This design comes from an exercise in tuning for small area on the open sky130 flow, not from production work. The RTL was checked by simulation tests, not by an equivalence proof against the original design.

==> maple <==
==> flow/design.v <==
module m_long_unit (
    input  wire        clk,
    input  wire        rst,         
    input  wire        issue,
    input  wire [1:0]  op,
    input  wire [63:0] a,
    input  wire [63:0] b,
    input  wire        dvs_we,      
    input  wire [8:0]  dvs_wdata,
    output wire        ready,
    output reg         done,
    output reg  [63:0] qt,
    output reg  [63:0] rm,
    output reg         rd_we,
    output reg  [63:0] rd_data,
    output wire [8:0]  dvs,
    output reg         fault,
    output reg  [1:0]  fault_cause
);
    reg        busy;
    reg        dz, ov, dinv, dcy, dzt;
    reg  [5:0] cnt;                  
    assign dvs   = {dzt, 3'b000, dcy, dinv, ov, dz, busy};
    assign ready = !busy || (cnt == 6'd0);
    wire accept  = issue && ready;
    wire finish  = busy && (cnt == 6'd0);
    wire mtdvs   = dvs_we && ready && !issue;
    wire is_div = !op[1];
    wire sgn    = (op == 2'd1);
    wire        na = sgn && a[63];
    wire        nb = sgn && b[63];
    wire [63:0] n  = na ? (64'd0 - a) : a;
    wire [63:0] d  = nb ? (64'd0 - b) : b;
    reg [6:0] clz_n, clz_d;
    integer i;
    always @* begin
        clz_n = 7'd64;
        for (i = 0; i < 64; i = i + 1)
            if (n[i]) clz_n = 7'd63 - i[6:0];
        clz_d = 7'd64;
        for (i = 0; i < 64; i = i + 1)
            if (d[i]) clz_d = 7'd63 - i[6:0];
    end
    wire signed [7:0] q_raw = $signed({1'b0, clz_d}) - $signed({1'b0, clz_n}) + 8'sd1;
    wire [6:0] q     = q_raw[7] ? 7'd0 : q_raw[6:0];
    wire       bzero = (b == 64'd0);
    wire [4:0] steps = (bzero || !is_div) ? 5'd0 : ((q + 7'd3) >> 2);
    reg        dec_bad;
    reg [4:0]  sig_a, sig_b;
    integer j;
    always @* begin
        dec_bad = 1'b0;
        sig_a   = 5'd0;
        sig_b   = 5'd0;
        for (j = 0; j < 16; j = j + 1) begin
            if (a[4*j +: 4] > 4'd9 || b[4*j +: 4] > 4'd9) dec_bad = 1'b1;
            if (a[4*j +: 4] != 4'd0) sig_a = j[4:0] + 5'd1;
            if (b[4*j +: 4] != 4'd0) sig_b = j[4:0] + 5'd1;
        end
    end
    wire [4:0] sig_m = (sig_a > sig_b) ? sig_a : sig_b;
    reg [5:0] lat;
    always @* begin
        if (is_div)
            lat = 6'd6 + {1'b0, steps};
        else
            lat = dec_bad ? 6'd10 : 6'd10 + {sig_m, 1'b0};
    end
    reg        r_div, r_sgn, r_na, r_negq, r_bzero, r_bad, r_sub, r_dzt;
    reg [63:0] rr;                   
    reg [63:0] nq;                   
    reg [63:0] dd;                   
    reg        dec_c;
    reg [63:0] rs [0:4];
    reg [3:0]  qd;
    reg [64:0] x, t;
    integer k;
    always @* begin
        rs[0] = rr;
        for (k = 0; k < 4; k = k + 1) begin
            x = {rs[k], nq[63-k]};
            t = x - {1'b0, dd};
            qd[3-k] = !t[64];
            rs[k+1] = t[64] ? x[63:0] : t[63:0];
        end
    end
    reg  [7:0]  pair_sum;
    reg         pair_c;
    reg  [4:0]  ds;
    reg  [3:0]  bd;
    integer m;
    always @* begin
        pair_c = dec_c;
        for (m = 0; m < 2; m = m + 1) begin
            bd = r_sub ? (4'd9 - dd[4*m +: 4]) : dd[4*m +: 4];
            ds = {1'b0, rr[4*m +: 4]} + {1'b0, bd} + {4'd0, pair_c};
            if (ds > 5'd9) begin
                ds     = ds - 5'd10;
                pair_c = 1'b1;
            end else begin
                pair_c = 1'b0;
            end
            pair_sum[4*m +: 4] = ds[3:0];
        end
    end
    wire div_step = busy && r_div && (cnt >= 6'd6);
    wire dec_step = busy && !r_div && (cnt != 6'd0) && (cnt <= 6'd8);
    always @(posedge clk) begin
        if (rst) begin
            busy        <= 1'b0;
            cnt         <= 6'd0;
            done        <= 1'b0;
            rd_we       <= 1'b0;
            fault       <= 1'b0;
            fault_cause <= 2'd0;
            qt          <= 64'd0;
            rm          <= 64'd0;
            rd_data     <= 64'd0;
            dz          <= 1'b0;
            ov          <= 1'b0;
            dinv        <= 1'b0;
            dcy         <= 1'b0;
            dzt         <= 1'b0;
        end else begin
            done  <= 1'b0;
            rd_we <= 1'b0;
            fault <= 1'b0;
            if (busy && cnt != 6'd0)
                cnt <= cnt - 6'd1;
            if (finish) begin
                busy <= 1'b0;
                done <= 1'b1;
                if (r_div) begin
                    if (r_bzero) begin
                        qt <= 64'hFFFF_FFFF_FFFF_FFFF;
                        dz <= 1'b1;
                        if (r_dzt) begin
                            fault       <= 1'b1;
                            fault_cause <= 2'd1;
                        end
                    end else begin
                        qt <= r_negq ? (64'd0 - nq) : nq;
                        if (r_sgn && !r_negq && nq[63])
                            ov <= 1'b1;
                    end
                    rm <= r_na ? (64'd0 - rr) : rr;
                end else begin
                    if (r_bad) begin
                        dinv        <= 1'b1;
                        fault       <= 1'b1;
                        fault_cause <= 2'd2;
                    end else begin
                        rd_data <= rr;
                        rd_we   <= 1'b1;
                        dcy     <= r_sub ? !dec_c : dec_c;
                    end
                end
            end
            if (mtdvs) begin
                dz   <= dvs_wdata[1];
                ov   <= dvs_wdata[2];
                dinv <= dvs_wdata[3];
                dcy  <= dvs_wdata[4];
                dzt  <= dvs_wdata[8];
            end
            if (accept) begin
                busy    <= 1'b1;
                cnt     <= lat - 6'd1;
            end
        end
    end
    always @(posedge clk) begin
        if (accept) begin
            r_div   <= is_div;
            r_sgn   <= sgn;
            r_sub   <= op[0];
            r_na    <= na;
            r_negq  <= na ^ nb;
            r_bzero <= bzero;
            r_bad   <= dec_bad;
            r_dzt   <= dzt;
            rr      <= n >> {steps, 2'b00};
            nq      <= (steps == 5'd0) ? 64'd0 : (n << (7'd64 - {steps, 2'b00}));
            dd      <= d;
            dec_c   <= op[0];
        end else if (div_step) begin
            rr      <= rs[4];
            nq      <= {nq[59:0], qd};
        end else if (dec_step) begin
            rr      <= {pair_sum, rr[63:8]};
            dd      <= {8'd0, dd[63:8]};
            dec_c   <= pair_c;
        end
    end
endmodule
==> flow/run.sh <==
#!/bin/bash
# synth_recipe.tcl (not shown) runs the flow's synth.tcl, then flattens the netlist and writes it again
# the make line also repeats each setting of config.mk as NAME=value (left out here)
make -C /OpenROAD-flow-scripts/flow DESIGN_CONFIG=/design/flow/config.mk WORK_HOME=/design/flow/orfs CLKGATE_MAP_FILE= SYNTH_SCRIPT=/design/flow/synth_recipe.tcl finish
==> flow/config.mk <==
export PLATFORM = sky130hd
export DESIGN_NAME = m_long_unit
export DESIGN_NICKNAME = m_long_unit
export VERILOG_FILES = /design/flow/design.v
export SDC_FILE = /design/flow/constraint.sdc
export NUM_CORES = 4
export LEC_CHECK = 0
export CAP_MARGIN = 20
export CORE_MARGIN = 2
export CORE_UTILIZATION = 30
export PLACE_DENSITY = 0.4
export SLEW_MARGIN = 20
==> flow/constraint.sdc <==
create_clock -name core_clock -period 16.0 [get_ports {clk}]
set_input_delay 3.2000 -clock core_clock [delete_from_list [all_inputs] [get_ports {clk}]]
set_output_delay 3.2000 -clock core_clock [all_outputs]
set_load 0.01 [all_outputs]
==> sierra (differences from maple) <==
==> flow/design.v, changed modules only <==
module m_long_unit (
    input  wire        clk,
    input  wire        rst,         
    input  wire        issue,
    input  wire [1:0]  op,
    input  wire [63:0] a,
    input  wire [63:0] b,
    input  wire        dvs_we,      
    input  wire [8:0]  dvs_wdata,
    output wire        ready,
    output reg         done,
    output reg  [63:0] qt,
    output reg  [63:0] rm,
    output reg         rd_we,
    output reg  [63:0] rd_data,
    output wire [8:0]  dvs,
    output reg         fault,
    output reg  [1:0]  fault_cause
);
    reg        busy;
    reg        dz, ov, dinv, dcy, dzt;
    reg  [5:0] cnt;                  
    assign dvs   = {dzt, 3'b000, dcy, dinv, ov, dz, busy};
    assign ready = !busy || (cnt == 6'd0);
    wire accept  = issue && ready;
    wire finish  = busy && (cnt == 6'd0);
    wire mtdvs   = dvs_we && ready && !issue;
    wire is_div = !op[1];
    wire sgn    = (op == 2'd1);
    wire        na = sgn && a[63];
    wire        nb = sgn && b[63];
    wire [63:0] n  = na ? (64'd0 - a) : a;
    wire [63:0] d  = nb ? (64'd0 - b) : b;
    reg [6:0] clz_n, clz_d;
    integer i;
    always @* begin
        clz_n = 7'd64;
        for (i = 0; i < 64; i = i + 1)
            if (n[i]) clz_n = 7'd63 - i[6:0];
        clz_d = 7'd64;
        for (i = 0; i < 64; i = i + 1)
            if (d[i]) clz_d = 7'd63 - i[6:0];
    end
    wire signed [7:0] q_raw = $signed({1'b0, clz_d}) - $signed({1'b0, clz_n}) + 8'sd1;
    wire [6:0] q     = q_raw[7] ? 7'd0 : q_raw[6:0];
    wire [4:0] steps = (q + 7'd3) >> 2;      
    wire       bzero = (b == 64'd0);
    reg        dec_bad;
    reg [4:0]  sig_a, sig_b;
    integer j;
    always @* begin
        dec_bad = 1'b0;
        sig_a   = 5'd0;
        sig_b   = 5'd0;
        for (j = 0; j < 16; j = j + 1) begin
            if (a[4*j +: 4] > 4'd9 || b[4*j +: 4] > 4'd9) dec_bad = 1'b1;
            if (a[4*j +: 4] != 4'd0) sig_a = j[4:0] + 5'd1;
            if (b[4*j +: 4] != 4'd0) sig_b = j[4:0] + 5'd1;
        end
    end
    wire [4:0] sig_m = (sig_a > sig_b) ? sig_a : sig_b;
    reg [5:0] lat;
    always @* begin
        if (is_div)
            lat = bzero ? 6'd6 : 6'd6 + {1'b0, steps};
        else
            lat = dec_bad ? 6'd10 : 6'd10 + {sig_m, 1'b0};
    end
    reg        r_div, r_sgn, r_na, r_nb, r_bzero, r_bad, r_sub, r_dzt;
    reg [63:0] r_a, r_b;
    reg [63:0] r_d;
    reg [63:0] nsh;                  
    reg [63:0] rem;
    reg [63:0] quo;
    reg [4:0]  dleft;                
    wire [67:0] rpart = {rem, nsh[63:60]};
    reg  [67:0] mult [1:15];
    reg  [3:0]  digit;
    reg  [67:0] rnext;
    integer k;
    always @* begin
        for (k = 1; k < 16; k = k + 1)
            mult[k] = {4'd0, r_d} * k;
        digit = 4'd0;
        rnext = rpart;
        for (k = 1; k < 16; k = k + 1)
            if (rpart >= mult[k]) begin
                digit = k[3:0];
                rnext = rpart - mult[k];
            end
    end
    reg  [63:0] dec_res;             
    reg         dec_c;               
    reg  [3:0]  dec_left;            
    reg  [7:0]  pair_sum;
    reg         pair_c;
    reg  [4:0]  ds;
    reg  [3:0]  bd;
    integer m;
    always @* begin
        pair_c = dec_c;
        for (m = 0; m < 2; m = m + 1) begin
            bd = r_sub ? (4'd9 - r_b[4*m +: 4]) : r_b[4*m +: 4];
            ds = {1'b0, r_a[4*m +: 4]} + {1'b0, bd} + {4'd0, pair_c};
            if (ds > 5'd9) begin
                ds     = ds - 5'd10;
                pair_c = 1'b1;
            end else begin
                pair_c = 1'b0;
            end
            pair_sum[4*m +: 4] = ds[3:0];
        end
    end
    always @(posedge clk) begin
        if (rst) begin
            busy        <= 1'b0;
            cnt         <= 6'd0;
            dleft       <= 5'd0;
            dec_left    <= 4'd0;
            done        <= 1'b0;
            rd_we       <= 1'b0;
            fault       <= 1'b0;
            fault_cause <= 2'd0;
            qt          <= 64'd0;
            rm          <= 64'd0;
            rd_data     <= 64'd0;
            dz          <= 1'b0;
            ov          <= 1'b0;
            dinv        <= 1'b0;
            dcy         <= 1'b0;
            dzt         <= 1'b0;
        end else begin
            done  <= 1'b0;
            rd_we <= 1'b0;
            fault <= 1'b0;
            if (dleft != 5'd0) begin
                rem   <= rnext[63:0];
                quo   <= {quo[59:0], digit};
                nsh   <= {nsh[59:0], 4'd0};
                dleft <= dleft - 5'd1;
            end
            if (dec_left != 4'd0) begin
                dec_res  <= {pair_sum, dec_res[63:8]};
                dec_c    <= pair_c;
                r_a      <= {8'd0, r_a[63:8]};
                r_b      <= {8'd0, r_b[63:8]};
                dec_left <= dec_left - 4'd1;
            end
            if (busy && cnt != 6'd0)
                cnt <= cnt - 6'd1;
            if (finish) begin
                busy <= 1'b0;
                done <= 1'b1;
                if (r_div) begin
                    if (r_bzero) begin
                        qt <= 64'hFFFF_FFFF_FFFF_FFFF;
                        rm <= r_a;
                        dz <= 1'b1;
                        if (r_dzt) begin
                            fault       <= 1'b1;
                            fault_cause <= 2'd1;
                        end
                    end else begin
                        qt <= (r_na != r_nb) ? (64'd0 - quo) : quo;
                        rm <= r_na ? (64'd0 - rem) : rem;
                        if (r_sgn && r_a == 64'h8000_0000_0000_0000 &&
                            r_b == 64'hFFFF_FFFF_FFFF_FFFF)
                            ov <= 1'b1;
                    end
                end else begin
                    if (r_bad) begin
                        dinv        <= 1'b1;
                        fault       <= 1'b1;
                        fault_cause <= 2'd2;
                    end else begin
                        rd_data <= dec_res;
                        rd_we   <= 1'b1;
                        dcy     <= r_sub ? !dec_c : dec_c;
                    end
                end
            end
            if (mtdvs) begin
                dz   <= dvs_wdata[1];
                ov   <= dvs_wdata[2];
                dinv <= dvs_wdata[3];
                dcy  <= dvs_wdata[4];
                dzt  <= dvs_wdata[8];
            end
            if (accept) begin
                busy    <= 1'b1;
                cnt     <= lat - 6'd1;
                r_div   <= is_div;
                r_sgn   <= sgn;
                r_sub   <= op[0];
                r_na    <= na;
                r_nb    <= nb;
                r_bzero <= bzero;
                r_bad   <= dec_bad;
                r_dzt   <= dzt;
                r_a     <= a;
                r_b     <= b;
                r_d     <= d;
                rem     <= n >> {steps, 2'b00};
                quo     <= 64'd0;
                nsh     <= n << (7'd64 - {steps, 2'b00});
                dleft   <= (is_div && !bzero) ? steps : 5'd0;
                dec_c   <= op[0];
                dec_left <= (!is_div && !dec_bad) ? 4'd8 : 4'd0;
            end
        end
    end
endmodule
==> lagoon (differences from maple) <==
CORE_UTILIZATION = 60   (was 30)
GPL_TIMING_DRIVEN = 0   (was not set)
PLACE_DENSITY = 0.7   (was 0.4)
==> results.txt <==
| quantity | maple | lagoon | sierra |
|---|---|---|---|
| Outcome | no timing/DRC/antenna violations | failed layout checks | no timing/DRC/antenna violations |
| Violated checks | - | negative setup slack | - |
| Reg-to-reg critical path endpoint | rr[49] | rr[63] | rem[24] |
| Total area of multi-input combinational cells | 33000 sq um | 33100 sq um | 104000 sq um |
| Worst setup path start | dd[31] | dd[35] | a[0] |
| Resize count post-CTS | 22 | 137 | 0 |
| Total Die Area | 153000 sq um | 77000 sq um | 431000 sq um |
| Placement Setup Slack | -1.45 ns | -6.41 ns | 2.17 ns |
| Crit. path cell count | 72 | 62 | 33 |
| Synth unique cells | 91 | 91 | 106 |
| Worst setup SP type | flip-flop | flip-flop | primary input |
| Number of buffer and inverter instances along the worst setup path | 21 | 10 | 4 |
| Time the worst path needs with I/O delays and setup | 15.58 ns | 16.23 ns | 13.31 ns |
| Portion of the clock cycle consumed by the worst path in the final layout | 97.4% | 101% | 83.2% |
| Global routing met1 resource utilization | 44.2% | 64.6% | 45.4% |
| Library cell appearing most often on the critical path | sky130_fd_sc_hd__buf_4 | - | sky130_fd_sc_hd__a21oi_1 |
| Yosys reg bits | 410 | 410 | 675 |
| HPWL after detailed placement | 190000 microns | 163000 microns | 637000 microns |
| P&R area growth vs syn | 32.9% | 16.0% | 11.9% |
| Fraction of area in registers | 17.1% | 19.6% | 12.7% |
| Max stage delay cell, worst path | sky130_fd_sc_hd__edfxtp_1 | sky130_fd_sc_hd__o2111ai_1 | sky130_fd_sc_hd__a22oi_1 |
| Share of cell area taken by muxes after synthesis | 5.68% | 5.68% | 0.818% |
| Total wire length | 231000 microns | 209000 microns | 759000 microns |

[what the ideal ports hide]
The results above use ideal ports. As a check the final layouts listed here were re-extracted and re-timed, cells and wires unchanged. Step 1 (the two cells are an assumption about what drives the block):
set clk [get_ports {clk}]
set_driving_cell -lib_cell sky130_fd_sc_hd__clkbuf_16 $clk
set_driving_cell -lib_cell sky130_fd_sc_hd__buf_2 [delete_from_list [all_inputs] $clk]
Step 2 moves the port delays by t, midway between the first and last clock arrival at a register: inputs arrive t later, outputs are due t later. That takes back most of the time a late clock gives input paths. a / b / c = no drivers / after step 1 / after step 2; a / b = the first two.
run	t, ns	setup WS [ns]	worst slew at a driven data input, ns
maple	0.736	0.417 / 0.417 / 0.417	0.14
sierra	0.808	2.688 / 2.733 / 1.956	0.12
lagoon	0.702	-0.227 / -0.227 / -0.446	0.11
For sierra, which loses most, drivers alone change the setup slack by +0.045 ns; drivers and shift together by -0.732 ns.
